From an optimization exercise on the open Yosys and OpenROAD flow, aimed at small area, a short achievable clock period and few clock cycles per item; shortcuts taken in it are not production practice.
Only simulation tests tie the RTL to the original design; equivalence was not proved.

--- design/flow/constraint.sdc ---
create_clock -name core_clock -period 36.0 [get_ports {clk}]
set_input_delay 7.2000 -clock core_clock [delete_from_list [all_inputs] [get_ports {clk}]]
set_output_delay 7.2000 -clock core_clock [all_outputs]
set_load 0.01 [all_outputs]
--- design/flow/config.mk ---
export PLATFORM = sky130hd
export DESIGN_NAME = qg_spread_quant
export DESIGN_NICKNAME = qg_spread_quant
export VERILOG_FILES = /design/flow/design.v
export SDC_FILE = /design/flow/constraint.sdc
export NUM_CORES = 4
export LEC_CHECK = 0
export ABC_AREA = 1
export CAP_MARGIN = 20
export CORE_MARGIN = 2
export CORE_UTILIZATION = 40
export CTS_CLUSTER_DIAMETER = 100
export CTS_CLUSTER_SIZE = 22
export PLACE_DENSITY = 0.6
export SLEW_MARGIN = 20
--- design/flow/flow/run.sh ---
#!/bin/bash
# The standard layout, except that the ports are buffered with the
# smallest buffer (sky130_fd_sc_hd__buf_1) instead of the delay cell
# buffer_ports picks by itself, and clock tree synthesis uses smaller
# leaf buffers and adds no dummy loads.  Synthesis is the standard one.
set -euo pipefail
bash standard.sh synth > synth.log 2>&1
bash standard.sh "BUFFER_PORTS_ARGS=-buffer_cell sky130_fd_sc_hd__buf_1" \
    "CTS_ARGS=-sink_clustering_enable -repair_clock_nets -sink_clustering_size 16 -sink_clustering_max_diameter 80 -sink_clustering_buffer sky130_fd_sc_hd__clkbuf_8 -dont_use_dummy_load" \
    finish > layout.log 2>&1
--- design/flow/design.v ---
module qg_spread_quant (
    input  wire         clk,
    input  wire         rst,
    input  wire         in_valid,
    output wire         in_ready,
    input  wire         in_first,    
    input  wire         in_blank,    
    input  wire         in_dots,     
    input  wire         in_grey3,    
    input  wire [16:0]  in_share,    
    input  wire [15:0]  in_gain,     
    input  wire [2:0]   in_lev,      
    input  wire [127:0] in_vol,      
    output reg          out_valid,
    output reg  [2:0]   out_lev,
    output reg          out_clip
);
    assign in_ready = 1'b1;
    reg         s1_valid;
    reg         s1_first, s1_blank, s1_dots, s1_grey3;
    reg [16:0]  s1_share;
    reg [15:0]  s1_ngain;    
    reg [2:0]   s1_lev;
    reg [111:0] s1_vol;
    always @(posedge clk) begin
        s1_valid <= in_valid && !rst;
        s1_first <= in_first;
        s1_blank <= in_blank;
        s1_dots  <= in_dots;
        s1_grey3 <= in_grey3;
        s1_share <= in_share;
        s1_ngain <= ~(in_dots ? 16'h4000 : in_gain);
        s1_lev   <= in_lev;
        s1_vol   <= in_vol[127:16];
    end
    genvar gi;
    wire [18:-1] bs = {2'b00, s1_share, 1'b0};     
    wire [15:0]  bg = ~s1_ngain;
    wire [32:0] mul_a, mul_b;
    wire bn0 = bs[1];
    wire b10 = bs[0] ^ 1'b0;
    wire b20 = (bs[1] & ~bs[0] & ~1'b0) | (~bs[1] & bs[0] & 1'b0);
    wire bp0_0 = ((b10 & bg[0]) | (b20 & 1'b0)) ^ bn0;
    wire bp0_1 = ((b10 & bg[1]) | (b20 & bg[0])) ^ bn0;
    wire bp0_2 = ((b10 & bg[2]) | (b20 & bg[1])) ^ bn0;
    wire bp0_3 = ((b10 & bg[3]) | (b20 & bg[2])) ^ bn0;
    wire bp0_4 = ((b10 & bg[4]) | (b20 & bg[3])) ^ bn0;
    wire bp0_5 = ((b10 & bg[5]) | (b20 & bg[4])) ^ bn0;
    wire bp0_6 = ((b10 & bg[6]) | (b20 & bg[5])) ^ bn0;
    wire bp0_7 = ((b10 & bg[7]) | (b20 & bg[6])) ^ bn0;
    wire bp0_8 = ((b10 & bg[8]) | (b20 & bg[7])) ^ bn0;
    wire bp0_9 = ((b10 & bg[9]) | (b20 & bg[8])) ^ bn0;
    wire bp0_10 = ((b10 & bg[10]) | (b20 & bg[9])) ^ bn0;
    wire bp0_11 = ((b10 & bg[11]) | (b20 & bg[10])) ^ bn0;
    wire bp0_12 = ((b10 & bg[12]) | (b20 & bg[11])) ^ bn0;
    wire bp0_13 = ((b10 & bg[13]) | (b20 & bg[12])) ^ bn0;
    wire bp0_14 = ((b10 & bg[14]) | (b20 & bg[13])) ^ bn0;
    wire bp0_15 = ((b10 & bg[15]) | (b20 & bg[14])) ^ bn0;
    wire bp0_16 = ((b10 & 1'b0) | (b20 & bg[15])) ^ bn0;
    wire bn1 = bs[3];
    wire b11 = bs[2] ^ bs[1];
    wire b21 = (bs[3] & ~bs[2] & ~bs[1]) | (~bs[3] & bs[2] & bs[1]);
    wire bp1_0 = ((b11 & bg[0]) | (b21 & 1'b0)) ^ bn1;
    wire bp1_1 = ((b11 & bg[1]) | (b21 & bg[0])) ^ bn1;
    wire bp1_2 = ((b11 & bg[2]) | (b21 & bg[1])) ^ bn1;
    wire bp1_3 = ((b11 & bg[3]) | (b21 & bg[2])) ^ bn1;
    wire bp1_4 = ((b11 & bg[4]) | (b21 & bg[3])) ^ bn1;
    wire bp1_5 = ((b11 & bg[5]) | (b21 & bg[4])) ^ bn1;
    wire bp1_6 = ((b11 & bg[6]) | (b21 & bg[5])) ^ bn1;
    wire bp1_7 = ((b11 & bg[7]) | (b21 & bg[6])) ^ bn1;
    wire bp1_8 = ((b11 & bg[8]) | (b21 & bg[7])) ^ bn1;
    wire bp1_9 = ((b11 & bg[9]) | (b21 & bg[8])) ^ bn1;
    wire bp1_10 = ((b11 & bg[10]) | (b21 & bg[9])) ^ bn1;
    wire bp1_11 = ((b11 & bg[11]) | (b21 & bg[10])) ^ bn1;
    wire bp1_12 = ((b11 & bg[12]) | (b21 & bg[11])) ^ bn1;
    wire bp1_13 = ((b11 & bg[13]) | (b21 & bg[12])) ^ bn1;
    wire bp1_14 = ((b11 & bg[14]) | (b21 & bg[13])) ^ bn1;
    wire bp1_15 = ((b11 & bg[15]) | (b21 & bg[14])) ^ bn1;
    wire bp1_16 = ((b11 & 1'b0) | (b21 & bg[15])) ^ bn1;
    wire bn2 = bs[5];
    wire b12 = bs[4] ^ bs[3];
    wire b22 = (bs[5] & ~bs[4] & ~bs[3]) | (~bs[5] & bs[4] & bs[3]);
    wire bp2_0 = ((b12 & bg[0]) | (b22 & 1'b0)) ^ bn2;
    wire bp2_1 = ((b12 & bg[1]) | (b22 & bg[0])) ^ bn2;
    wire bp2_2 = ((b12 & bg[2]) | (b22 & bg[1])) ^ bn2;
    wire bp2_3 = ((b12 & bg[3]) | (b22 & bg[2])) ^ bn2;
    wire bp2_4 = ((b12 & bg[4]) | (b22 & bg[3])) ^ bn2;
    wire bp2_5 = ((b12 & bg[5]) | (b22 & bg[4])) ^ bn2;
    wire bp2_6 = ((b12 & bg[6]) | (b22 & bg[5])) ^ bn2;
    wire bp2_7 = ((b12 & bg[7]) | (b22 & bg[6])) ^ bn2;
    wire bp2_8 = ((b12 & bg[8]) | (b22 & bg[7])) ^ bn2;
    wire bp2_9 = ((b12 & bg[9]) | (b22 & bg[8])) ^ bn2;
    wire bp2_10 = ((b12 & bg[10]) | (b22 & bg[9])) ^ bn2;
    wire bp2_11 = ((b12 & bg[11]) | (b22 & bg[10])) ^ bn2;
    wire bp2_12 = ((b12 & bg[12]) | (b22 & bg[11])) ^ bn2;
    wire bp2_13 = ((b12 & bg[13]) | (b22 & bg[12])) ^ bn2;
    wire bp2_14 = ((b12 & bg[14]) | (b22 & bg[13])) ^ bn2;
    wire bp2_15 = ((b12 & bg[15]) | (b22 & bg[14])) ^ bn2;
    wire bp2_16 = ((b12 & 1'b0) | (b22 & bg[15])) ^ bn2;
    wire bn3 = bs[7];
    wire b13 = bs[6] ^ bs[5];
    wire b23 = (bs[7] & ~bs[6] & ~bs[5]) | (~bs[7] & bs[6] & bs[5]);
    wire bp3_0 = ((b13 & bg[0]) | (b23 & 1'b0)) ^ bn3;
    wire bp3_1 = ((b13 & bg[1]) | (b23 & bg[0])) ^ bn3;
    wire bp3_2 = ((b13 & bg[2]) | (b23 & bg[1])) ^ bn3;
    wire bp3_3 = ((b13 & bg[3]) | (b23 & bg[2])) ^ bn3;
    wire bp3_4 = ((b13 & bg[4]) | (b23 & bg[3])) ^ bn3;
    wire bp3_5 = ((b13 & bg[5]) | (b23 & bg[4])) ^ bn3;
    wire bp3_6 = ((b13 & bg[6]) | (b23 & bg[5])) ^ bn3;
    wire bp3_7 = ((b13 & bg[7]) | (b23 & bg[6])) ^ bn3;
    wire bp3_8 = ((b13 & bg[8]) | (b23 & bg[7])) ^ bn3;
    wire bp3_9 = ((b13 & bg[9]) | (b23 & bg[8])) ^ bn3;
    wire bp3_10 = ((b13 & bg[10]) | (b23 & bg[9])) ^ bn3;
    wire bp3_11 = ((b13 & bg[11]) | (b23 & bg[10])) ^ bn3;
    wire bp3_12 = ((b13 & bg[12]) | (b23 & bg[11])) ^ bn3;
    wire bp3_13 = ((b13 & bg[13]) | (b23 & bg[12])) ^ bn3;
    wire bp3_14 = ((b13 & bg[14]) | (b23 & bg[13])) ^ bn3;
    wire bp3_15 = ((b13 & bg[15]) | (b23 & bg[14])) ^ bn3;
    wire bp3_16 = ((b13 & 1'b0) | (b23 & bg[15])) ^ bn3;
    wire bn4 = bs[9];
    wire b14 = bs[8] ^ bs[7];
    wire b24 = (bs[9] & ~bs[8] & ~bs[7]) | (~bs[9] & bs[8] & bs[7]);
    wire bp4_0 = ((b14 & bg[0]) | (b24 & 1'b0)) ^ bn4;
    wire bp4_1 = ((b14 & bg[1]) | (b24 & bg[0])) ^ bn4;
    wire bp4_2 = ((b14 & bg[2]) | (b24 & bg[1])) ^ bn4;
    wire bp4_3 = ((b14 & bg[3]) | (b24 & bg[2])) ^ bn4;
    wire bp4_4 = ((b14 & bg[4]) | (b24 & bg[3])) ^ bn4;
    wire bp4_5 = ((b14 & bg[5]) | (b24 & bg[4])) ^ bn4;
    wire bp4_6 = ((b14 & bg[6]) | (b24 & bg[5])) ^ bn4;
    wire bp4_7 = ((b14 & bg[7]) | (b24 & bg[6])) ^ bn4;
    wire bp4_8 = ((b14 & bg[8]) | (b24 & bg[7])) ^ bn4;
    wire bp4_9 = ((b14 & bg[9]) | (b24 & bg[8])) ^ bn4;
    wire bp4_10 = ((b14 & bg[10]) | (b24 & bg[9])) ^ bn4;
    wire bp4_11 = ((b14 & bg[11]) | (b24 & bg[10])) ^ bn4;
    wire bp4_12 = ((b14 & bg[12]) | (b24 & bg[11])) ^ bn4;
    wire bp4_13 = ((b14 & bg[13]) | (b24 & bg[12])) ^ bn4;
    wire bp4_14 = ((b14 & bg[14]) | (b24 & bg[13])) ^ bn4;
    wire bp4_15 = ((b14 & bg[15]) | (b24 & bg[14])) ^ bn4;
    wire bp4_16 = ((b14 & 1'b0) | (b24 & bg[15])) ^ bn4;
    wire bn5 = bs[11];
    wire b15 = bs[10] ^ bs[9];
    wire b25 = (bs[11] & ~bs[10] & ~bs[9]) | (~bs[11] & bs[10] & bs[9]);
    wire bp5_0 = ((b15 & bg[0]) | (b25 & 1'b0)) ^ bn5;
    wire bp5_1 = ((b15 & bg[1]) | (b25 & bg[0])) ^ bn5;
    wire bp5_2 = ((b15 & bg[2]) | (b25 & bg[1])) ^ bn5;
    wire bp5_3 = ((b15 & bg[3]) | (b25 & bg[2])) ^ bn5;
    wire bp5_4 = ((b15 & bg[4]) | (b25 & bg[3])) ^ bn5;
    wire bp5_5 = ((b15 & bg[5]) | (b25 & bg[4])) ^ bn5;
    wire bp5_6 = ((b15 & bg[6]) | (b25 & bg[5])) ^ bn5;
    wire bp5_7 = ((b15 & bg[7]) | (b25 & bg[6])) ^ bn5;
    wire bp5_8 = ((b15 & bg[8]) | (b25 & bg[7])) ^ bn5;
    wire bp5_9 = ((b15 & bg[9]) | (b25 & bg[8])) ^ bn5;
    wire bp5_10 = ((b15 & bg[10]) | (b25 & bg[9])) ^ bn5;
    wire bp5_11 = ((b15 & bg[11]) | (b25 & bg[10])) ^ bn5;
    wire bp5_12 = ((b15 & bg[12]) | (b25 & bg[11])) ^ bn5;
    wire bp5_13 = ((b15 & bg[13]) | (b25 & bg[12])) ^ bn5;
    wire bp5_14 = ((b15 & bg[14]) | (b25 & bg[13])) ^ bn5;
    wire bp5_15 = ((b15 & bg[15]) | (b25 & bg[14])) ^ bn5;
    wire bp5_16 = ((b15 & 1'b0) | (b25 & bg[15])) ^ bn5;
    wire bn6 = bs[13];
    wire b16 = bs[12] ^ bs[11];
    wire b26 = (bs[13] & ~bs[12] & ~bs[11]) | (~bs[13] & bs[12] & bs[11]);
    wire bp6_0 = ((b16 & bg[0]) | (b26 & 1'b0)) ^ bn6;
    wire bp6_1 = ((b16 & bg[1]) | (b26 & bg[0])) ^ bn6;
    wire bp6_2 = ((b16 & bg[2]) | (b26 & bg[1])) ^ bn6;
    wire bp6_3 = ((b16 & bg[3]) | (b26 & bg[2])) ^ bn6;
    wire bp6_4 = ((b16 & bg[4]) | (b26 & bg[3])) ^ bn6;
    wire bp6_5 = ((b16 & bg[5]) | (b26 & bg[4])) ^ bn6;
    wire bp6_6 = ((b16 & bg[6]) | (b26 & bg[5])) ^ bn6;
    wire bp6_7 = ((b16 & bg[7]) | (b26 & bg[6])) ^ bn6;
    wire bp6_8 = ((b16 & bg[8]) | (b26 & bg[7])) ^ bn6;
    wire bp6_9 = ((b16 & bg[9]) | (b26 & bg[8])) ^ bn6;
    wire bp6_10 = ((b16 & bg[10]) | (b26 & bg[9])) ^ bn6;
    wire bp6_11 = ((b16 & bg[11]) | (b26 & bg[10])) ^ bn6;
    wire bp6_12 = ((b16 & bg[12]) | (b26 & bg[11])) ^ bn6;
    wire bp6_13 = ((b16 & bg[13]) | (b26 & bg[12])) ^ bn6;
    wire bp6_14 = ((b16 & bg[14]) | (b26 & bg[13])) ^ bn6;
    wire bp6_15 = ((b16 & bg[15]) | (b26 & bg[14])) ^ bn6;
    wire bp6_16 = ((b16 & 1'b0) | (b26 & bg[15])) ^ bn6;
    wire bn7 = bs[15];
    wire b17 = bs[14] ^ bs[13];
    wire b27 = (bs[15] & ~bs[14] & ~bs[13]) | (~bs[15] & bs[14] & bs[13]);
    wire bp7_0 = ((b17 & bg[0]) | (b27 & 1'b0)) ^ bn7;
    wire bp7_1 = ((b17 & bg[1]) | (b27 & bg[0])) ^ bn7;
    wire bp7_2 = ((b17 & bg[2]) | (b27 & bg[1])) ^ bn7;
    wire bp7_3 = ((b17 & bg[3]) | (b27 & bg[2])) ^ bn7;
    wire bp7_4 = ((b17 & bg[4]) | (b27 & bg[3])) ^ bn7;
    wire bp7_5 = ((b17 & bg[5]) | (b27 & bg[4])) ^ bn7;
    wire bp7_6 = ((b17 & bg[6]) | (b27 & bg[5])) ^ bn7;
    wire bp7_7 = ((b17 & bg[7]) | (b27 & bg[6])) ^ bn7;
    wire bp7_8 = ((b17 & bg[8]) | (b27 & bg[7])) ^ bn7;
    wire bp7_9 = ((b17 & bg[9]) | (b27 & bg[8])) ^ bn7;
    wire bp7_10 = ((b17 & bg[10]) | (b27 & bg[9])) ^ bn7;
    wire bp7_11 = ((b17 & bg[11]) | (b27 & bg[10])) ^ bn7;
    wire bp7_12 = ((b17 & bg[12]) | (b27 & bg[11])) ^ bn7;
    wire bp7_13 = ((b17 & bg[13]) | (b27 & bg[12])) ^ bn7;
    wire bp7_14 = ((b17 & bg[14]) | (b27 & bg[13])) ^ bn7;
    wire bp7_15 = ((b17 & bg[15]) | (b27 & bg[14])) ^ bn7;
    wire bp7_16 = ((b17 & 1'b0) | (b27 & bg[15])) ^ bn7;
    wire bn8 = bs[17];
    wire b18 = bs[16] ^ bs[15];
    wire b28 = (bs[17] & ~bs[16] & ~bs[15]) | (~bs[17] & bs[16] & bs[15]);
    wire bp8_0 = ((b18 & bg[0]) | (b28 & 1'b0)) ^ bn8;
    wire bp8_1 = ((b18 & bg[1]) | (b28 & bg[0])) ^ bn8;
    wire bp8_2 = ((b18 & bg[2]) | (b28 & bg[1])) ^ bn8;
    wire bp8_3 = ((b18 & bg[3]) | (b28 & bg[2])) ^ bn8;
    wire bp8_4 = ((b18 & bg[4]) | (b28 & bg[3])) ^ bn8;
    wire bp8_5 = ((b18 & bg[5]) | (b28 & bg[4])) ^ bn8;
    wire bp8_6 = ((b18 & bg[6]) | (b28 & bg[5])) ^ bn8;
    wire bp8_7 = ((b18 & bg[7]) | (b28 & bg[6])) ^ bn8;
    wire bp8_8 = ((b18 & bg[8]) | (b28 & bg[7])) ^ bn8;
    wire bp8_9 = ((b18 & bg[9]) | (b28 & bg[8])) ^ bn8;
    wire bp8_10 = ((b18 & bg[10]) | (b28 & bg[9])) ^ bn8;
    wire bp8_11 = ((b18 & bg[11]) | (b28 & bg[10])) ^ bn8;
    wire bp8_12 = ((b18 & bg[12]) | (b28 & bg[11])) ^ bn8;
    wire bp8_13 = ((b18 & bg[13]) | (b28 & bg[12])) ^ bn8;
    wire bp8_14 = ((b18 & bg[14]) | (b28 & bg[13])) ^ bn8;
    wire bp8_15 = ((b18 & bg[15]) | (b28 & bg[14])) ^ bn8;
    wire bp8_16 = ((b18 & 1'b0) | (b28 & bg[15])) ^ bn8;
    wire s1 = bp0_16 ^ bp1_14;
    wire c2 = bp0_16 & bp1_14;
    wire s3 = ~bn0 ^ bp1_15 ^ bp2_13;
    wire c4 = (~bn0 & bp1_15) | (~bn0 & bp2_13) | (bp1_15 & bp2_13);
    wire s5 = bp1_16 ^ bp2_14;
    wire c6 = bp1_16 & bp2_14;
    wire s7 = bp0_10 ^ bp1_8;
    wire c8 = bp0_10 & bp1_8;
    wire s9 = bp0_11 ^ bp1_9;
    wire c10 = bp0_11 & bp1_9;
    wire s11 = bp0_12 ^ bp1_10 ^ bp2_8;
    wire c12 = (bp0_12 & bp1_10) | (bp0_12 & bp2_8) | (bp1_10 & bp2_8);
    wire s13 = bp3_6 ^ bp4_4;
    wire c14 = bp3_6 & bp4_4;
    wire s15 = bp0_13 ^ bp1_11 ^ bp2_9;
    wire c16 = (bp0_13 & bp1_11) | (bp0_13 & bp2_9) | (bp1_11 & bp2_9);
    wire s17 = bp3_7 ^ bp4_5 ^ bp5_3;
    wire c18 = (bp3_7 & bp4_5) | (bp3_7 & bp5_3) | (bp4_5 & bp5_3);
    wire s19 = bp0_14 ^ bp1_12 ^ bp2_10;
    wire c20 = (bp0_14 & bp1_12) | (bp0_14 & bp2_10) | (bp1_12 & bp2_10);
    wire s21 = bp3_8 ^ bp4_6 ^ bp5_4;
    wire c22 = (bp3_8 & bp4_6) | (bp3_8 & bp5_4) | (bp4_6 & bp5_4);
    wire s23 = bp6_2 ^ bp7_0;
    wire c24 = bp6_2 & bp7_0;
    wire s25 = bp0_15 ^ bp1_13 ^ bp2_11;
    wire c26 = (bp0_15 & bp1_13) | (bp0_15 & bp2_11) | (bp1_13 & bp2_11);
    wire s27 = bp3_9 ^ bp4_7 ^ bp5_5;
    wire c28 = (bp3_9 & bp4_7) | (bp3_9 & bp5_5) | (bp4_7 & bp5_5);
    wire s29 = bp6_3 ^ bp7_1;
    wire c30 = bp6_3 & bp7_1;
    wire s31 = s1 ^ bp2_12 ^ bp3_10;
    wire c32 = (s1 & bp2_12) | (s1 & bp3_10) | (bp2_12 & bp3_10);
    wire s33 = bp4_8 ^ bp5_6 ^ bp6_4;
    wire c34 = (bp4_8 & bp5_6) | (bp4_8 & bp6_4) | (bp5_6 & bp6_4);
    wire s35 = bp7_2 ^ bp8_0 ^ bn8;
    wire c36 = (bp7_2 & bp8_0) | (bp7_2 & bn8) | (bp8_0 & bn8);
    wire s37 = c2 ^ s3 ^ bp3_11;
    wire c38 = (c2 & s3) | (c2 & bp3_11) | (s3 & bp3_11);
    wire s39 = bp4_9 ^ bp5_7 ^ bp6_5;
    wire c40 = (bp4_9 & bp5_7) | (bp4_9 & bp6_5) | (bp5_7 & bp6_5);
    wire s41 = bp7_3 ^ bp8_1 ^ 1'b1;
    wire c42 = (bp7_3 & bp8_1) | (bp7_3 & 1'b1) | (bp8_1 & 1'b1);
    wire s43 = c4 ^ s5 ^ bp3_12;
    wire c44 = (c4 & s5) | (c4 & bp3_12) | (s5 & bp3_12);
    wire s45 = bp4_10 ^ bp5_8 ^ bp6_6;
    wire c46 = (bp4_10 & bp5_8) | (bp4_10 & bp6_6) | (bp5_8 & bp6_6);
    wire s47 = bp7_4 ^ bp8_2 ^ 1'b1;
    wire c48 = (bp7_4 & bp8_2) | (bp7_4 & 1'b1) | (bp8_2 & 1'b1);
    wire s49 = c6 ^ ~bn1 ^ bp2_15;
    wire c50 = (c6 & ~bn1) | (c6 & bp2_15) | (~bn1 & bp2_15);
    wire s51 = bp3_13 ^ bp4_11 ^ bp5_9;
    wire c52 = (bp3_13 & bp4_11) | (bp3_13 & bp5_9) | (bp4_11 & bp5_9);
    wire s53 = bp6_7 ^ bp7_5 ^ bp8_3;
    wire c54 = (bp6_7 & bp7_5) | (bp6_7 & bp8_3) | (bp7_5 & bp8_3);
    wire s55 = bp2_16 ^ bp3_14 ^ bp4_12;
    wire c56 = (bp2_16 & bp3_14) | (bp2_16 & bp4_12) | (bp3_14 & bp4_12);
    wire s57 = bp5_10 ^ bp6_8 ^ bp7_6;
    wire c58 = (bp5_10 & bp6_8) | (bp5_10 & bp7_6) | (bp6_8 & bp7_6);
    wire s59 = bp8_4 ^ 1'b1;
    wire c60 = bp8_4 & 1'b1;
    wire s61 = ~bn2 ^ bp3_15 ^ bp4_13;
    wire c62 = (~bn2 & bp3_15) | (~bn2 & bp4_13) | (bp3_15 & bp4_13);
    wire s63 = bp5_11 ^ bp6_9 ^ bp7_7;
    wire c64 = (bp5_11 & bp6_9) | (bp5_11 & bp7_7) | (bp6_9 & bp7_7);
    wire s65 = bp3_16 ^ bp4_14 ^ bp5_12;
    wire c66 = (bp3_16 & bp4_14) | (bp3_16 & bp5_12) | (bp4_14 & bp5_12);
    wire s67 = bp6_10 ^ bp7_8;
    wire c68 = bp6_10 & bp7_8;
    wire s69 = ~bn3 ^ bp4_15 ^ bp5_13;
    wire c70 = (~bn3 & bp4_15) | (~bn3 & bp5_13) | (bp4_15 & bp5_13);
    wire s71 = bp4_16 ^ bp5_14;
    wire c72 = bp4_16 & bp5_14;
    wire s73 = bp0_6 ^ bp1_4;
    wire c74 = bp0_6 & bp1_4;
    wire s75 = bp0_7 ^ bp1_5;
    wire c76 = bp0_7 & bp1_5;
    wire s77 = bp0_8 ^ bp1_6 ^ bp2_4;
    wire c78 = (bp0_8 & bp1_6) | (bp0_8 & bp2_4) | (bp1_6 & bp2_4);
    wire s79 = bp3_2 ^ bp4_0;
    wire c80 = bp3_2 & bp4_0;
    wire s81 = bp0_9 ^ bp1_7 ^ bp2_5;
    wire c82 = (bp0_9 & bp1_7) | (bp0_9 & bp2_5) | (bp1_7 & bp2_5);
    wire s83 = bp3_3 ^ bp4_1;
    wire c84 = bp3_3 & bp4_1;
    wire s85 = s7 ^ bp2_6 ^ bp3_4;
    wire c86 = (s7 & bp2_6) | (s7 & bp3_4) | (bp2_6 & bp3_4);
    wire s87 = bp4_2 ^ bp5_0 ^ bn5;
    wire c88 = (bp4_2 & bp5_0) | (bp4_2 & bn5) | (bp5_0 & bn5);
    wire s89 = c8 ^ s9 ^ bp2_7;
    wire c90 = (c8 & s9) | (c8 & bp2_7) | (s9 & bp2_7);
    wire s91 = bp3_5 ^ bp4_3 ^ bp5_1;
    wire c92 = (bp3_5 & bp4_3) | (bp3_5 & bp5_1) | (bp4_3 & bp5_1);
    wire s93 = c10 ^ s11 ^ s13;
    wire c94 = (c10 & s11) | (c10 & s13) | (s11 & s13);
    wire s95 = bp5_2 ^ bp6_0 ^ bn6;
    wire c96 = (bp5_2 & bp6_0) | (bp5_2 & bn6) | (bp6_0 & bn6);
    wire s97 = c12 ^ c14 ^ s15;
    wire c98 = (c12 & c14) | (c12 & s15) | (c14 & s15);
    wire s99 = s17 ^ bp6_1 ^ 1'b1;
    wire c100 = (s17 & bp6_1) | (s17 & 1'b1) | (bp6_1 & 1'b1);
    wire s101 = c16 ^ c18 ^ s19;
    wire c102 = (c16 & c18) | (c16 & s19) | (c18 & s19);
    wire s103 = s21 ^ s23 ^ bn7;
    wire c104 = (s21 & s23) | (s21 & bn7) | (s23 & bn7);
    wire s105 = c20 ^ c22 ^ c24;
    wire c106 = (c20 & c22) | (c20 & c24) | (c22 & c24);
    wire s107 = s25 ^ s27 ^ s29;
    wire c108 = (s25 & s27) | (s25 & s29) | (s27 & s29);
    wire s109 = c26 ^ c28 ^ c30;
    wire c110 = (c26 & c28) | (c26 & c30) | (c28 & c30);
    wire s111 = s31 ^ s33 ^ s35;
    wire c112 = (s31 & s33) | (s31 & s35) | (s33 & s35);
    wire s113 = c32 ^ c34 ^ c36;
    wire c114 = (c32 & c34) | (c32 & c36) | (c34 & c36);
    wire s115 = s37 ^ s39 ^ s41;
    wire c116 = (s37 & s39) | (s37 & s41) | (s39 & s41);
    wire s117 = c38 ^ c40 ^ c42;
    wire c118 = (c38 & c40) | (c38 & c42) | (c40 & c42);
    wire s119 = s43 ^ s45 ^ s47;
    wire c120 = (s43 & s45) | (s43 & s47) | (s45 & s47);
    wire s121 = c44 ^ c46 ^ c48;
    wire c122 = (c44 & c46) | (c44 & c48) | (c46 & c48);
    wire s123 = s49 ^ s51 ^ s53;
    wire c124 = (s49 & s51) | (s49 & s53) | (s51 & s53);
    wire s125 = c50 ^ c52 ^ c54;
    wire c126 = (c50 & c52) | (c50 & c54) | (c52 & c54);
    wire s127 = s55 ^ s57 ^ s59;
    wire c128 = (s55 & s57) | (s55 & s59) | (s57 & s59);
    wire s129 = c56 ^ c58 ^ c60;
    wire c130 = (c56 & c58) | (c56 & c60) | (c58 & c60);
    wire s131 = s61 ^ s63 ^ bp8_5;
    wire c132 = (s61 & s63) | (s61 & bp8_5) | (s63 & bp8_5);
    wire s133 = c62 ^ c64 ^ s65;
    wire c134 = (c62 & c64) | (c62 & s65) | (c64 & s65);
    wire s135 = s67 ^ bp8_6 ^ 1'b1;
    wire c136 = (s67 & bp8_6) | (s67 & 1'b1) | (bp8_6 & 1'b1);
    wire s137 = c66 ^ c68 ^ s69;
    wire c138 = (c66 & c68) | (c66 & s69) | (c68 & s69);
    wire s139 = bp6_11 ^ bp7_9 ^ bp8_7;
    wire c140 = (bp6_11 & bp7_9) | (bp6_11 & bp8_7) | (bp7_9 & bp8_7);
    wire s141 = c70 ^ s71 ^ bp6_12;
    wire c142 = (c70 & s71) | (c70 & bp6_12) | (s71 & bp6_12);
    wire s143 = bp7_10 ^ bp8_8 ^ 1'b1;
    wire c144 = (bp7_10 & bp8_8) | (bp7_10 & 1'b1) | (bp8_8 & 1'b1);
    wire s145 = c72 ^ ~bn4 ^ bp5_15;
    wire c146 = (c72 & ~bn4) | (c72 & bp5_15) | (~bn4 & bp5_15);
    wire s147 = bp6_13 ^ bp7_11 ^ bp8_9;
    wire c148 = (bp6_13 & bp7_11) | (bp6_13 & bp8_9) | (bp7_11 & bp8_9);
    wire s149 = bp5_16 ^ bp6_14 ^ bp7_12;
    wire c150 = (bp5_16 & bp6_14) | (bp5_16 & bp7_12) | (bp6_14 & bp7_12);
    wire s151 = bp8_10 ^ 1'b1;
    wire c152 = bp8_10 & 1'b1;
    wire s153 = ~bn5 ^ bp6_15 ^ bp7_13;
    wire c154 = (~bn5 & bp6_15) | (~bn5 & bp7_13) | (bp6_15 & bp7_13);
    wire s155 = bp6_16 ^ bp7_14;
    wire c156 = bp6_16 & bp7_14;
    wire s157 = bp0_4 ^ bp1_2;
    wire c158 = bp0_4 & bp1_2;
    wire s159 = bp0_5 ^ bp1_3;
    wire c160 = bp0_5 & bp1_3;
    wire s161 = s73 ^ bp2_2 ^ bp3_0;
    wire c162 = (s73 & bp2_2) | (s73 & bp3_0) | (bp2_2 & bp3_0);
    wire s163 = c74 ^ s75 ^ bp2_3;
    wire c164 = (c74 & s75) | (c74 & bp2_3) | (s75 & bp2_3);
    wire s165 = c76 ^ s77 ^ s79;
    wire c166 = (c76 & s77) | (c76 & s79) | (s77 & s79);
    wire s167 = c78 ^ c80 ^ s81;
    wire c168 = (c78 & c80) | (c78 & s81) | (c80 & s81);
    wire s169 = c82 ^ c84 ^ s85;
    wire c170 = (c82 & c84) | (c82 & s85) | (c84 & s85);
    wire s171 = c86 ^ c88 ^ s89;
    wire c172 = (c86 & c88) | (c86 & s89) | (c88 & s89);
    wire s173 = c90 ^ c92 ^ s93;
    wire c174 = (c90 & c92) | (c90 & s93) | (c92 & s93);
    wire s175 = c94 ^ c96 ^ s97;
    wire c176 = (c94 & c96) | (c94 & s97) | (c96 & s97);
    wire s177 = c98 ^ c100 ^ s101;
    wire c178 = (c98 & c100) | (c98 & s101) | (c100 & s101);
    wire s179 = c102 ^ c104 ^ s105;
    wire c180 = (c102 & c104) | (c102 & s105) | (c104 & s105);
    wire s181 = c106 ^ c108 ^ s109;
    wire c182 = (c106 & c108) | (c106 & s109) | (c108 & s109);
    wire s183 = c110 ^ c112 ^ s113;
    wire c184 = (c110 & c112) | (c110 & s113) | (c112 & s113);
    wire s185 = c114 ^ c116 ^ s117;
    wire c186 = (c114 & c116) | (c114 & s117) | (c116 & s117);
    wire s187 = c118 ^ c120 ^ s121;
    wire c188 = (c118 & c120) | (c118 & s121) | (c120 & s121);
    wire s189 = c122 ^ c124 ^ s125;
    wire c190 = (c122 & c124) | (c122 & s125) | (c124 & s125);
    wire s191 = c126 ^ c128 ^ s129;
    wire c192 = (c126 & c128) | (c126 & s129) | (c128 & s129);
    wire s193 = c130 ^ c132 ^ s133;
    wire c194 = (c130 & c132) | (c130 & s133) | (c132 & s133);
    wire s195 = c134 ^ c136 ^ s137;
    wire c196 = (c134 & c136) | (c134 & s137) | (c136 & s137);
    wire s197 = c138 ^ c140 ^ s141;
    wire c198 = (c138 & c140) | (c138 & s141) | (c140 & s141);
    wire s199 = c142 ^ c144 ^ s145;
    wire c200 = (c142 & c144) | (c142 & s145) | (c144 & s145);
    wire s201 = c146 ^ c148 ^ s149;
    wire c202 = (c146 & c148) | (c146 & s149) | (c148 & s149);
    wire s203 = c150 ^ c152 ^ s153;
    wire c204 = (c150 & c152) | (c150 & s153) | (c152 & s153);
    wire s205 = c154 ^ s155 ^ bp8_12;
    wire c206 = (c154 & s155) | (c154 & bp8_12) | (s155 & bp8_12);
    wire s207 = c156 ^ ~bn6 ^ bp7_15;
    wire c208 = (c156 & ~bn6) | (c156 & bp7_15) | (~bn6 & bp7_15);
    wire s209 = bp7_16 ^ bp8_14;
    wire c210 = bp7_16 & bp8_14;
    wire s211 = bp0_2 ^ bp1_0;
    wire c212 = bp0_2 & bp1_0;
    wire s213 = bp0_3 ^ bp1_1;
    wire c214 = bp0_3 & bp1_1;
    wire s215 = s157 ^ bp2_0 ^ bn2;
    wire c216 = (s157 & bp2_0) | (s157 & bn2) | (bp2_0 & bn2);
    wire s217 = c158 ^ s159 ^ bp2_1;
    wire c218 = (c158 & s159) | (c158 & bp2_1) | (s159 & bp2_1);
    wire s219 = c160 ^ s161 ^ bn3;
    wire c220 = (c160 & s161) | (c160 & bn3) | (s161 & bn3);
    wire s221 = c162 ^ s163 ^ bp3_1;
    wire c222 = (c162 & s163) | (c162 & bp3_1) | (s163 & bp3_1);
    wire s223 = c164 ^ s165 ^ bn4;
    wire c224 = (c164 & s165) | (c164 & bn4) | (s165 & bn4);
    wire s225 = c166 ^ s167 ^ s83;
    wire c226 = (c166 & s167) | (c166 & s83) | (s167 & s83);
    wire s227 = c168 ^ s169 ^ s87;
    wire c228 = (c168 & s169) | (c168 & s87) | (s169 & s87);
    wire s229 = c170 ^ s171 ^ s91;
    wire c230 = (c170 & s171) | (c170 & s91) | (s171 & s91);
    wire s231 = c172 ^ s173 ^ s95;
    wire c232 = (c172 & s173) | (c172 & s95) | (s173 & s95);
    wire s233 = c174 ^ s175 ^ s99;
    wire c234 = (c174 & s175) | (c174 & s99) | (s175 & s99);
    wire s235 = c176 ^ s177 ^ s103;
    wire c236 = (c176 & s177) | (c176 & s103) | (s177 & s103);
    wire s237 = c178 ^ s179 ^ s107;
    wire c238 = (c178 & s179) | (c178 & s107) | (s179 & s107);
    wire s239 = c180 ^ s181 ^ s111;
    wire c240 = (c180 & s181) | (c180 & s111) | (s181 & s111);
    wire s241 = c182 ^ s183 ^ s115;
    wire c242 = (c182 & s183) | (c182 & s115) | (s183 & s115);
    wire s243 = c184 ^ s185 ^ s119;
    wire c244 = (c184 & s185) | (c184 & s119) | (s185 & s119);
    wire s245 = c186 ^ s187 ^ s123;
    wire c246 = (c186 & s187) | (c186 & s123) | (s187 & s123);
    wire s247 = c188 ^ s189 ^ s127;
    wire c248 = (c188 & s189) | (c188 & s127) | (s189 & s127);
    wire s249 = c190 ^ s191 ^ s131;
    wire c250 = (c190 & s191) | (c190 & s131) | (s191 & s131);
    wire s251 = c192 ^ s193 ^ s135;
    wire c252 = (c192 & s193) | (c192 & s135) | (s193 & s135);
    wire s253 = c194 ^ s195 ^ s139;
    wire c254 = (c194 & s195) | (c194 & s139) | (s195 & s139);
    wire s255 = c196 ^ s197 ^ s143;
    wire c256 = (c196 & s197) | (c196 & s143) | (s197 & s143);
    wire s257 = c198 ^ s199 ^ s147;
    wire c258 = (c198 & s199) | (c198 & s147) | (s199 & s147);
    wire s259 = c200 ^ s201 ^ s151;
    wire c260 = (c200 & s201) | (c200 & s151) | (s201 & s151);
    wire s261 = c202 ^ s203 ^ bp8_11;
    wire c262 = (c202 & s203) | (c202 & bp8_11) | (s203 & bp8_11);
    wire s263 = c204 ^ s205 ^ 1'b1;
    wire c264 = (c204 & s205) | (c204 & 1'b1) | (s205 & 1'b1);
    wire s265 = c206 ^ s207 ^ bp8_13;
    wire c266 = (c206 & s207) | (c206 & bp8_13) | (s207 & bp8_13);
    wire s267 = c208 ^ s209 ^ 1'b1;
    wire c268 = (c208 & s209) | (c208 & 1'b1) | (s209 & 1'b1);
    wire s269 = c210 ^ ~bn7 ^ bp8_15;
    wire c270 = (c210 & ~bn7) | (c210 & bp8_15) | (~bn7 & bp8_15);
    wire s271 = bp8_16 ^ 1'b1;
    wire c272 = bp8_16 & 1'b1;
    assign mul_a = {c270, c268, c266, c264, c262, c260, c258, c256, c254, c252, c250, c248, c246, c244, c242, c240, c238, c236, c234, c232, c230, c228, c226, c224, c222, c220, c218, c216, c214, c212, s211, bp0_1, bp0_0};
    assign mul_b = {s271, s269, s267, s265, s263, s261, s259, s257, s255, s253, s251, s249, s247, s245, s243, s241, s239, s237, s235, s233, s231, s229, s227, s225, s223, s221, s219, s217, s215, s213, bn1, 1'b0, bn0};
    function carry13(input [12:0] x, input [12:0] y);
        integer k;
        reg c;
        begin
            c = 1'b0;
            for (k = 0; k < 13; k = k + 1)
                c = (x[k] & y[k]) | (x[k] & c) | (y[k] & c);
            carry13 = c;
        end
    endfunction
    wire [32:13] prod = mul_a[32:13] + mul_b[32:13] + carry13(mul_a[12:0], mul_b[12:0]);
    wire        sat  = !s1_dots && (|prod[32:30]);
    wire [15:0] v1 [0:7];                        
    assign v1[0] = 16'd0;
    generate
        for (gi = 1; gi < 8; gi = gi + 1) begin : g_v1
            assign v1[gi] = s1_vol[16*gi-16 +: 16];
        end
    endgenerate
    wire [16:0] a    = sat ? 17'h0ffff : prod[30:14];
    reg         s2_valid;
    reg         s2_blank, s2_grey3;
    reg [16:0]  s2_a;
    reg [15:0]  s2_own;
    reg [111:0] s2_vol;
    always @(posedge clk) begin
        s2_valid <= s1_valid && !rst;
        s2_blank <= s1_blank;
        s2_grey3 <= s1_grey3;
        s2_a     <= a;
        s2_own   <= v1[s1_lev];
        s2_vol   <= s1_vol;
    end
    wire [15:0] v [0:8];
    assign v[0] = 16'd0;
    assign v[8] = 16'd0;
    generate
        for (gi = 1; gi < 8; gi = gi + 1) begin : g_v2
            assign v[gi] = s2_vol[16*gi-16 +: 16];
        end
    endgenerate
    reg  [15:0] c_want;
    reg  [15:0] c_nvol;      
    wire [18:0] w_p  = {3'd0, s2_own};
    wire [18:0] w_q  = {2'd0, s2_a};
    wire [18:0] w_v  = {3'b111, c_nvol};
    wire [18:0] w_s1 = w_p ^ w_q ^ w_v;
    wire [18:0] w_c1 = (w_p & w_q) | (w_p & w_v) | (w_q & w_v);
    wire [18:0] w_r  = {w_c1[17:0], 1'b1};
    wire [18:0] w_u  = {3'd0, c_want};
    wire [18:0] w_s2 = w_s1 ^ w_r ^ w_u;
    wire [18:0] w_c2 = (w_s1 & w_r) | (w_s1 & w_u) | (w_r & w_u);
    wire [18:0] want = w_s2 + {w_c2[17:0], 1'b0};
    wire        neg  = want[18];
    wire        big  = !neg && (|want[17:16]);
    function carry19(input [18:0] x, input [18:0] y, input ci);
        integer k;
        reg c;
        begin
            c = ci;
            for (k = 0; k < 19; k = k + 1)
                c = (x[k] & y[k]) | (x[k] & c) | (y[k] & c);
            carry19 = c;
        end
    endfunction
    wire [19:0] nw2 = ~{want, 1'b0};
    wire [7:1]  up;
    generate
        for (gi = 1; gi < 8; gi = gi + 1) begin : g_up
            wire [19:0] y = {4'd0, v[gi-1]};
            wire [19:0] z = {4'd0, v[gi]};
            wire [19:0] s = nw2 ^ y ^ z;
            wire [19:0] c = (nw2 & y) | (nw2 & z) | (y & z);
            wire        t = s[19] ^ c[18] ^ carry19(s[18:0], {c[17:0], 1'b0}, 1'b1);
            assign up[gi] = (gi < 4 || s2_grey3) && t && carry19({3'd0, v[gi]}, {3'b111, ~v[gi-1]}, 1'b0);
        end
    endgenerate
    wire [7:0] at_b;
    assign at_b[7] = up[7];
    assign at_b[6] = up[6] && !up[7];
    assign at_b[5] = up[5] && !(|up[7:6]);
    assign at_b[4] = up[4] && !(|up[7:5]);
    assign at_b[3] = up[3] && !(|up[7:4]);
    assign at_b[2] = up[2] && !(|up[7:3]);
    assign at_b[1] = up[1] && !(|up[7:2]);
    assign at_b[0] = !(|up[7:1]);
    wire [2:0] best = {at_b[7] | at_b[6] | at_b[5] | at_b[4],
                       at_b[7] | at_b[6] | at_b[3] | at_b[2],
                       at_b[7] | at_b[5] | at_b[3] | at_b[1]};
    reg [15:0] v_sel;
    integer l;
    always @(*) begin
        v_sel = 16'd0;
        for (l = 1; l < 8; l = l + 1)
            v_sel = v_sel | ({16{at_b[l]}} & v[l]);
    end
    wire [15:0] v_top = s2_grey3 ? v[7] : v[3];
    wire        clip  = !neg && (big || !carry19({3'd0, v_top}, {3'b111, nw2[16:1]}, 1'b1));
    wire        zero  = clip || neg;
    always @(posedge clk) begin
        out_valid <= s2_valid && !rst;
        if (s1_valid && s1_first) begin
            c_want <= 16'd0;
            c_nvol <= 16'hffff;
        end else if (s2_valid && !s2_blank) begin
            c_want <= zero ? 16'd0 : want[15:0];
            c_nvol <= zero ? 16'hffff : ~v_sel;
        end
        out_lev  <= s2_blank ? 3'd0 : best;
        out_clip <= !s2_blank && clip;
    end
endmodule
--- design/flow/standard.sh ---
#!/bin/bash
# synth_recipe.tcl (not shown) runs the flow's synth.tcl, then flattens the netlist and writes it again
# the make line also repeats each setting of config.mk as NAME=value (left out here)
make -C /OpenROAD-flow-scripts/flow DESIGN_CONFIG=/design/flow/config.mk WORK_HOME=/design/flow/orfs CLKGATE_MAP_FILE= SYNTH_SCRIPT=/design/flow/synth_recipe.tcl "${@:-finish}"
==> results of run 1 <==
-- synth_stat cells, types with 8 or more instances --
cell	n	share of area, %
sky130_fd_sc_hd__inv_1	595	9.4
sky130_fd_sc_hd__xnor2_1	15	0.55
sky130_fd_sc_hd__nor3_1	12	0.25
sky130_fd_sc_hd__a221oi_1	11	0.41
sky130_fd_sc_hd__o21bai_1	8	0.25
sky130_fd_sc_hd__a22o_1	17	0.63
sky130_fd_sc_hd__ha_1	81	4.3
sky130_fd_sc_hd__or2_2	19	0.50
sky130_fd_sc_hd__buf_1	17	0.27
sky130_fd_sc_hd__o22ai_1	243	6.4
sky130_fd_sc_hd__a21oi_1	102	2.1
sky130_fd_sc_hd__clkbuf_1	71	1.1
sky130_fd_sc_hd__buf_2	11	0.23
sky130_fd_sc_hd__nor2_1	139	2.2
sky130_fd_sc_hd__nand4_1	44	1.2
sky130_fd_sc_hd__nand2_1	571	9.0
sky130_fd_sc_hd__o21ai_0	66	1.4
sky130_fd_sc_hd__xor2_1	144	5.3
sky130_fd_sc_hd__dfxtp_1	338	28
sky130_fd_sc_hd__fa_1	222	19
sky130_fd_sc_hd__a22oi_1	52	1.6
sky130_fd_sc_hd__nand3_1	131	2.8
-- per-stage QoR --
stage	hold WS, ns
after floorplan	0.310
after global placement	0.312
after detailed placement	0.315
after CTS	0.289
after global routing	0.290
final	0.286
-- worst min-delay path by stage --
stage                     cells after the start       start    endpoint
after floorplan                               0    s1_blank    s2_blank
after global placement                        0    s1_blank    s2_blank
after detailed placement                      0    s1_blank    s2_blank
after CTS                                     0  s1_vol[34]  s2_vol[34]
after global routing                          0   s1_vol[2]   s2_vol[2]
final                                         0  s1_vol[34]  s2_vol[34]
-- cell type report --
| type | count | share of cell area (%) |
|---|---|---|
| Multi-Input combinational cell | 1943 | 56.1 |
| Sequential cell | 338 | 26.5 |
| Inverter | 604 | 8.90 |
| Tap cell | 773 | 3.79 |
| Timing Repair Buffer | 180 | 2.96 |
| Clock buffer | 29 | 1.70 |
-- cell families (layout without fill, tap and decap cells) --
group           Yosys count  in the layout
other cells               1              1
buf+inv                 713            813
compound gates          529            529
simple gates            947            947
fa+ha+maj               306            306
flops                   338            338
xor+xnor                160            160
-- registers in the layout, summed over array words and instances (netlist names), 16 cells and up --
register,cells
s1_vol,112
s2_vol,112
s1_share,17
s2_a,17
c_nvol,16
c_want,16
s1_ngain,16
s2_own,16
-- per-layer routing --
layer	vias to the layer above	track usage, %	wire length [um]
li1	9739	-	-
met1	9155	29.1	29500
met2	551	37.4	31500
met3	108	2.88	3840
met4	0	5.18	1590
met5	-	0	0
==> flow_summary.rst, run 1 <==
.. list-table::
   :header-rows: 1

   * - Metric
     - Value
   * - Status
     - timing/DRC/antenna clean
   * - Multiplexer share of the synthesized area
     - 0%
   * - Global-route usage over all layers
     - between 20% and 30%
   * - Post-synthesis instance total
     - 2994
   * - WL final
     - 66.4 mm
   * - Count of port buffers added during placement
     - approximately 160
   * - Element type at the critical path end
     - output pin
   * - TNS Setup
     - 0 ns
   * - Multi-input combinational cell area
     - 14300 um^2
   * - Simple-gate share of the synthesized area
     - between 10% and 20%
   * - Vias in the first global route
     - 19.6k
   * - Total buffers and inverters traversed by the critical path
     - 1
   * - H-tree levels
     - 1
   * - Clk buf depth
     - 3
   * - Relative max-transition margin
     - 33.4%
   * - F_max
     - 122 MHz
   * - Hold WC Path Type
     - reg -> reg
   * - Crit path from
     - out_lev[0]
   * - Sequential area share after synthesis
     - ~28%
   * - Cell total after placement
     - between 3k and 4k
   * - Hpwl dp
     - between 50 and 60 mm
   * - Post-synthesis instance area
     - around 24000 um^2
   * - Final count of hold timing violations
     - 0
   * - Clock transition at the registers of the reported paths
     - 0.09 ns
   * - Final worst clock skew
     - slightly below 0.07 ns
   * - Core region area
     - 58900 um^2
   * - Number of ports placed on the die boundary
     - 177
   * - Total Nets Final
     - 3570
   * - Dominant combinational cell family by area after synthesis
     - adder cells
   * - Number of routed nets with antenna violations
     - 0
   * - Adder-cell share of the synthesized area
     - 23.1%
   * - Post-route minimum period
     - 8.23 ns
   * - Dominant synthesized flop cell
     - sky130_fd_sc_hd__dfxtp_1
   * - Overall die width
     - 248 um
   * - Post-Syn Nets
     - 3468
   * - Largest driver fanout on the critical path
     - 1
   * - Final setup fails
     - 0
   * - Final core utilization
     - between 40 and 50%
   * - Async set-or-reset flop fraction in the synthesized netlist
     - 0%
   * - Number of maximum-capacitance violations
     - 0
   * - Placer congestion estimate
     - 0.913
   * - Number of antenna violations at the first check in global routing
     - 0
   * - R2R Path Start
     - s1_share[1]
   * - Flop and latch count out of synthesis
     - 338
   * - Final non-filler cell area
     - 25500 um^2
   * - Number of detailed-routing iterations run before antenna repair
     - 5
   * - Synthesis-to-layout area growth
     - 7.22%
   * - Critical path arrival
     - ~1.0 ns
   * - Seq. cell area
     - between 6000 and 7000 um^2
   * - List of cells traversed by the critical path
     - buf_1
   * - Dpl cell area
     - 25100 um^2
   * - Diodes inserted
     - 0
   * - Minimum setup slack among reg-to-reg paths
     - just under 30 ns
   * - Post-synthesis share of cell area spent on xor and xnor gates
     - 5.97%
   * - Fill count
     - 6040
   * - Number of slew-limit violations in the final report
     - 0
   * - Number of instances resized during post-cts repair
     - 0
   * - Synthesized area per cell
     - 7.94 um^2
   * - Buffer cell driving the clock tree root
     - sky130_fd_sc_hd__clkbuf_16
   * - Number of buffers added by the clock tree synthesis step
     - 29
   * - Crit. path cell count
     - 1
   * - Family of cells with the greatest summed delay on the critical path
     - flip-flops
   * - Detail-routed via count per cell
     - 5.06
   * - Cell depth of the worst flop-to-flop path
     - 26
   * - Via count
     - around 20k
   * - Compound-gate portion of the synthesized area
     - 13.9%
   * - CTS tree
     - done
   * - Pre-CTS setup slack
     - 28.04 ns
   * - Wire length of the first global-routing pass
     - between 100 and 150 mm
   * - Latest clock arrival within the worst-skew pair
     - ~0.57 ns
   * - End of the critical path
     - out_lev[0]
   * - Post-CTS repair timing setup buffer count
     - 0
   * - Fraction of final layout cells with drive strength greater than 1
     - 3.52%
   * - WP data required
     - 28.80 ns
   * - EDFF count, synth
     - 0
   * - FP Rows
     - 89
   * - Routed wirelength normalized by instance count
     - 17.2 um
   * - Delay contributed by the slowest stage of the critical path
     - 0.32 ns
   * - Transition at the pin with the smallest max-transition slack
     - between 0.9 and 1 ns
   * - Share of the cycle needed by the critical path after routing
     - 22.9%
   * - Final Worst Setup Slack
     - about 28 ns
   * - Die area
     - 61400 um^2
   * - Number of sinks handled by clock tree synthesis
     - between 300 and 400
   * - Starting Density
     - roughly two fifths
   * - Unrepaired setup endpoints after global routing
     - false
   * - Y dimension of the die
     - around 250 um
   * - Initial detailed-routing violation count
     - 1461
   * - Final Instance Count excl. Fillers
     - just under 4k
   * - Worst reg2reg endpoint
     - s2_a[15]
   * - Path type of the worst setup path
     - reg -> out
   * - CP startpoint kind
     - register
   * - Number of warnings issued by yosys
     - 1
   * - Netlist cell types
     - 58
   * - Leading cell type in the layout, fill and taps excluded
     - sky130_fd_sc_hd__inv_1
   * - Crit path max-delay cell type
     - sky130_fd_sc_hd__dfxtp_1
   * - DRC viols
     - 0
   * - Residual overflow from global routing
     - 0
   * - Number of hold-repair buffers added at the cts stage
     - 0
   * - Largest net degree at the start of global routing
     - 52
   * - Top library cells by usage in the layout, fill and taps aside
     - sky130_fd_sc_hd__inv_1 (594), sky130_fd_sc_hd__nand2_1 (571), sky130_fd_sc_hd__dfxtp_1 (338), sky130_fd_sc_hd__o22ai_1 (243), sky130_fd_sc_hd__fa_1 (222)
Testbench counts, summed over its fixed seeds: cycles 40,016, items 40,000.
==> run 2: changes to the inputs <==
--- a/design/flow/design.v
+++ b/design/flow/design.v
@@ -592,7 +592,7 @@
     wire        zero  = clip || neg;
     always @(posedge clk) begin
         out_valid <= s2_valid && !rst;
-        if (s1_valid && s1_first) begin
+        if (rst || (s1_valid && s1_first)) begin
             c_want <= 16'd0;
             c_nvol <= 16'hffff;
         end else if (s2_valid && !s2_blank) begin
==> run 2 against run 1 <==
- still clean
- setup slack worse by 0.0080 ns
- die area barely moved
- global-route usage increased by 0.12 points
- clock-buffer cell count grew 1
- sequential cell count stayed put
- non-clock buffer count decreased by 4
- core utilization decreased by 0.068 points
- cell area is 0.16% lower
- final cell count barely moved
==> flow_summary.rst, run 2 <==
.. list-table::
   :header-rows: 1

   * - Metric
     - Value
   * - Netlist cell types
     - 56 (-3.4%)
   * - Number of ports placed on the die boundary
     - 177 (unchanged)
   * - Delay contributed by the slowest stage of the critical path
     - 0.32 ns (about the same)
   * - Core region area
     - 58900 um^2 (unchanged)
   * - Largest driver fanout on the critical path
     - 1 (unchanged)
   * - Async set-or-reset flop fraction in the synthesized netlist
     - 0% (unchanged)
   * - Top cells by area in the synthesized netlist
     - sky130_fd_sc_hd__dfxtp_1 (28%), sky130_fd_sc_hd__fa_1 (19%), sky130_fd_sc_hd__inv_1 (9.3%)
   * - Final worst clock skew
     - 0.0681 ns (-0.000172 ns)
   * - Top post-synthesis cells by count
     - sky130_fd_sc_hd__inv_1 (591), sky130_fd_sc_hd__nand2_1 (572), sky130_fd_sc_hd__dfxtp_1 (338)
   * - Post-Syn Nets
     - 3466 (-0.058%)
   * - CP startpoint kind
     - register
   * - Buffer cell driving the clock tree root
     - sky130_fd_sc_hd__clkbuf_16
   * - H-tree levels
     - 1 (unchanged)
   * - Hold WC Path Type
     - reg -> reg
   * - Dominant synthesized flop cell
     - sky130_fd_sc_hd__dfxtp_1
   * - Number of routed nets with antenna violations
     - 0 (unchanged)
   * - Number of slew-limit violations in the final report
     - 0 (unchanged)
   * - DRC viols
     - 0 (unchanged)
   * - Post-CTS repair timing setup buffer count
     - 0 (unchanged)
   * - Residual overflow from global routing
     - 0 (unchanged)
   * - Via count
     - 19.8k (+1.0%)
   * - Total Nets Final
     - 3567 (-0.084%)
   * - Routed wirelength normalized by instance count
     - 17.2 um (+0.44%)
   * - Number of instances resized during post-cts repair
     - 0 (unchanged)
   * - Starting Density
     - 40.4% (about the same)
   * - Y dimension of the die
     - 248 um (about the same)
   * - Fraction of final layout cells with drive strength greater than 1
     - 3.33% (-0.19 points)
   * - Synthesized area per cell
     - 7.95 um^2 (about the same)
   * - Global-route usage over all layers
     - 21.9% (+0.12 points)
   * - Leading cell type in the layout, fill and taps excluded
     - sky130_fd_sc_hd__inv_1
   * - Die area
     - 61400 um^2 (about the same)
   * - Detail-routed via count per cell
     - 5.11 (+1.1%)
   * - Vias in the first global route
     - 19.7k (+0.43%)
   * - Transition at the pin with the smallest max-transition slack
     - 1.04 ns (+0.0425 ns)
   * - EDFF count, synth
     - 0 (unchanged)
   * - Number of sinks handled by clock tree synthesis
     - 338 (unchanged)
   * - TNS Setup
     - 0 ns (unchanged)
   * - Wire length of the first global-routing pass
     - 106 mm (+0.33%)
   * - Hpwl dp
     - 51.3 mm (-0.51%)
   * - Sequential area share after synthesis
     - 28.5% (about the same)
   * - Crit path max-delay cell type
     - sky130_fd_sc_hd__dfxtp_1
   * - Number of maximum-capacitance violations
     - 0 (unchanged)
   * - Synthesis-to-layout area growth
     - 7.12% (about the same)
   * - Final count of hold timing violations
     - 0 (unchanged)
   * - Critical path arrival
     - 1.03 ns (about the same)
   * - Fill count
     - 6043 (+0.050%)
   * - Element type at the critical path end
     - output pin
   * - WL final
     - 66.6 mm (+0.36%)
   * - Final non-filler cell area
     - 25500 um^2 (-0.16%)
   * - Clk buf depth
     - 3 (unchanged)
   * - Registers with the highest flip-flop counts
     - s1_vol: 112 flops, s2_vol: 112 flops
   * - Unrepaired setup endpoints after global routing
     - false
   * - F_max
     - 121 MHz (about the same)
   * - Area fraction of the dominant cell type after synthesis
     - 28.5% (about the same)
   * - FP Rows
     - 89 (unchanged)
   * - Top-count cell post-synth
     - sky130_fd_sc_hd__inv_1
   * - Clock transition at the registers of the reported paths
     - 0.10 ns (about the same)
   * - Post-synthesis instance total
     - 2992 (-0.067%)
   * - Total buffers and inverters traversed by the critical path
     - 1 (unchanged)
   * - Largest net degree at the start of global routing
     - 53 (+1.9%)
   * - List of cells traversed by the critical path
     - buf_1
   * - Overall die width
     - 248 um (about the same)
   * - Final setup fails
     - 0 (unchanged)
   * - Dpl cell area
     - 25000 um^2 (-0.29%)
   * - Relative max-transition margin
     - 30.6% (-2.9 points)
   * - WP data required
     - 28.80 ns (about the same)
   * - Largest area contributor in the netlist
     - sky130_fd_sc_hd__dfxtp_1
   * - Diodes inserted
     - 0 (unchanged)
   * - Number of buffers added by the clock tree synthesis step
     - 30 (+3.4%)
   * - Placer congestion estimate
     - 0.904 (-1.0%)
   * - Flop and latch count out of synthesis
     - 338 (unchanged)
   * - Status
     - timing/DRC/antenna clean
   * - Path type of the worst setup path
     - reg -> out
   * - Number of antenna violations at the first check in global routing
     - 1 (+1)
   * - Number of detailed-routing iterations run before antenna repair
     - 5 (unchanged)
   * - Number of hold-repair buffers added at the cts stage
     - 0 (unchanged)
   * - Number of warnings issued by yosys
     - 1 (unchanged)
   * - CTS tree
     - done
   * - Latest clock arrival within the worst-skew pair
     - 0.58 ns (about the same)
   * - Post-synthesis instance area
     - 23800 um^2 (about the same)
   * - Top library cells by usage in the layout, fill and taps aside
     - sky130_fd_sc_hd__inv_1 (590), sky130_fd_sc_hd__nand2_1 (572), sky130_fd_sc_hd__dfxtp_1 (338), sky130_fd_sc_hd__o22ai_1 (240), sky130_fd_sc_hd__fa_1 (222)
   * - Share of the cycle needed by the critical path after routing
     - 22.9% (about the same)
   * - Initial detailed-routing violation count
     - 1318 (-9.8%)
   * - Count of port buffers added during placement
     - 159 (unchanged)
   * - Family of cells with the greatest summed delay on the critical path
     - flip-flops
   * - Post-route minimum period
     - 8.23 ns (+0.00800 ns)
run 2: kinds of logic after synthesis:
kind of cell,after synthesis,synth area share [%]
xor+xnor,159,5.95
flops,338,28.5
other cells,1,0.0158
fa+ha+maj,306,23.1
buf+inv,715,11.7
simple gates,937,16.6
compound gates,536,14.2
run 2: per-stage QoR:
stage                     std cells  setup slack (ns)  util [%]  hold slack, ns
after detailed placement       3833             27.91      42.4           0.315
after floorplan                2992             28.15         -           0.310
after global placement         3833             27.92      42.4           0.315
after CTS                      3863             27.72      43.2           0.302
final                          3864             27.77      43.2           0.310
after global routing           3864             27.70      43.2           0.296
run 2: metal layers:
| layer | part of all wire (%) | GRT usage [%] | up-vias |
|---|---|---|---|
| met2 | 47 | 36.9 | 628 |
| met1 | 45 | 29.7 | 9340 |
| met5 | 0 | 0 | - |
| li1 | - | - | 9698 |
| met3 | 6.2 | 2.75 | 90 |
| met4 | 2.4 | 6.01 | 0 |
run 2: final cells by class:
| type | instances | area, um^2 | share of cell area [%] |
|---|---|---|---|
| multi-input combinational | 1939 | 14300 | 56.0 |
| timing repair buffer | 176 | 737 | 2.89 |
| tap | 773 | 967 | 3.80 |
| sequential | 338 | 6770 | 26.6 |
| inverter | 608 | 2290 | 8.98 |
| clock buffer | 30 | 447 | 1.75 |
run 2: final timing paths:
kind | from | slack [ns] | depth (start not counted) | end
worst max-delay path | out_lev[2] | 27.77 | 1 | out_lev[2]
worst max register to register | s1_share[1] | 29.12 | 25 | s2_a[11]
worst min register to register | s1_vol[18] | 0.31 | 0 | s2_vol[18]
worst min-delay path | s1_vol[18] | 0.31 | 0 | s2_vol[18]
run 2: worst reg2reg max path, stage by stage, from the launching register on:
cell and delay [ns]:
sky130_fd_sc_hd__dfxtp_1 0.93, sky130_fd_sc_hd__nor2_1 0.14, sky130_fd_sc_hd__nand2_1 0.09, sky130_fd_sc_hd__o21ai_0 0.15, sky130_fd_sc_hd__inv_1 0.45, sky130_fd_sc_hd__o22ai_1 0.15, sky130_fd_sc_hd__xor2_1 0.20, sky130_fd_sc_hd__fa_1 0.54
sky130_fd_sc_hd__inv_1 0.06, sky130_fd_sc_hd__fa_1 0.42, sky130_fd_sc_hd__fa_1 0.49, sky130_fd_sc_hd__fa_1 0.55, sky130_fd_sc_hd__inv_1 0.05, sky130_fd_sc_hd__fa_1 0.45, sky130_fd_sc_hd__ha_1 0.37, sky130_fd_sc_hd__nand2_1 0.13
sky130_fd_sc_hd__nor2_1 0.06, sky130_fd_sc_hd__a21oi_1 0.30, sky130_fd_sc_hd__o221a_2 0.27, sky130_fd_sc_hd__nand2_1 0.05, sky130_fd_sc_hd__nand2_1 0.06, sky130_fd_sc_hd__nand2_1 0.06, sky130_fd_sc_hd__nor2_1 0.08, sky130_fd_sc_hd__nand3_1 0.08
sky130_fd_sc_hd__nand2_1 0.40, sky130_fd_sc_hd__o21ai_0 0.23
Testbench counts of run 2, summed over its fixed seeds: cycles 40,016, items 40,000.

-- afterwards: timing with drivers on the ports --
The results above use ideal ports. As a check the final layouts listed here were re-extracted and re-timed, cells and wires unchanged. Step 1: set_driving_cell puts a clkbuf_16 on clk and a buf_2 on each other input, an assumption about the parent block. Step 2 times the ports against the registers' clock, not the clock port: input delays grow and output delays shrink by t, the midpoint of the rising clock arrivals with the driver on. a / b / c = ideal ports / drivers / drivers and shift; a / b = the first two.
run | t, ns | slack for setup (ns) | worst setup path at the end | latest minus earliest clock arrival (ns) | slew at the worst register clock pin (ns)
run 1 | 0.596 | 27.773 / 27.714 / 28.078 | input to register | 0.073 / 0.073 | 0.11 / 0.11
run 2 | 0.592 | 27.765 / 27.703 / 27.886 | input to register | 0.104 / 0.104 | 0.11 / 0.11
After both steps setup and hold are still met in every run listed.
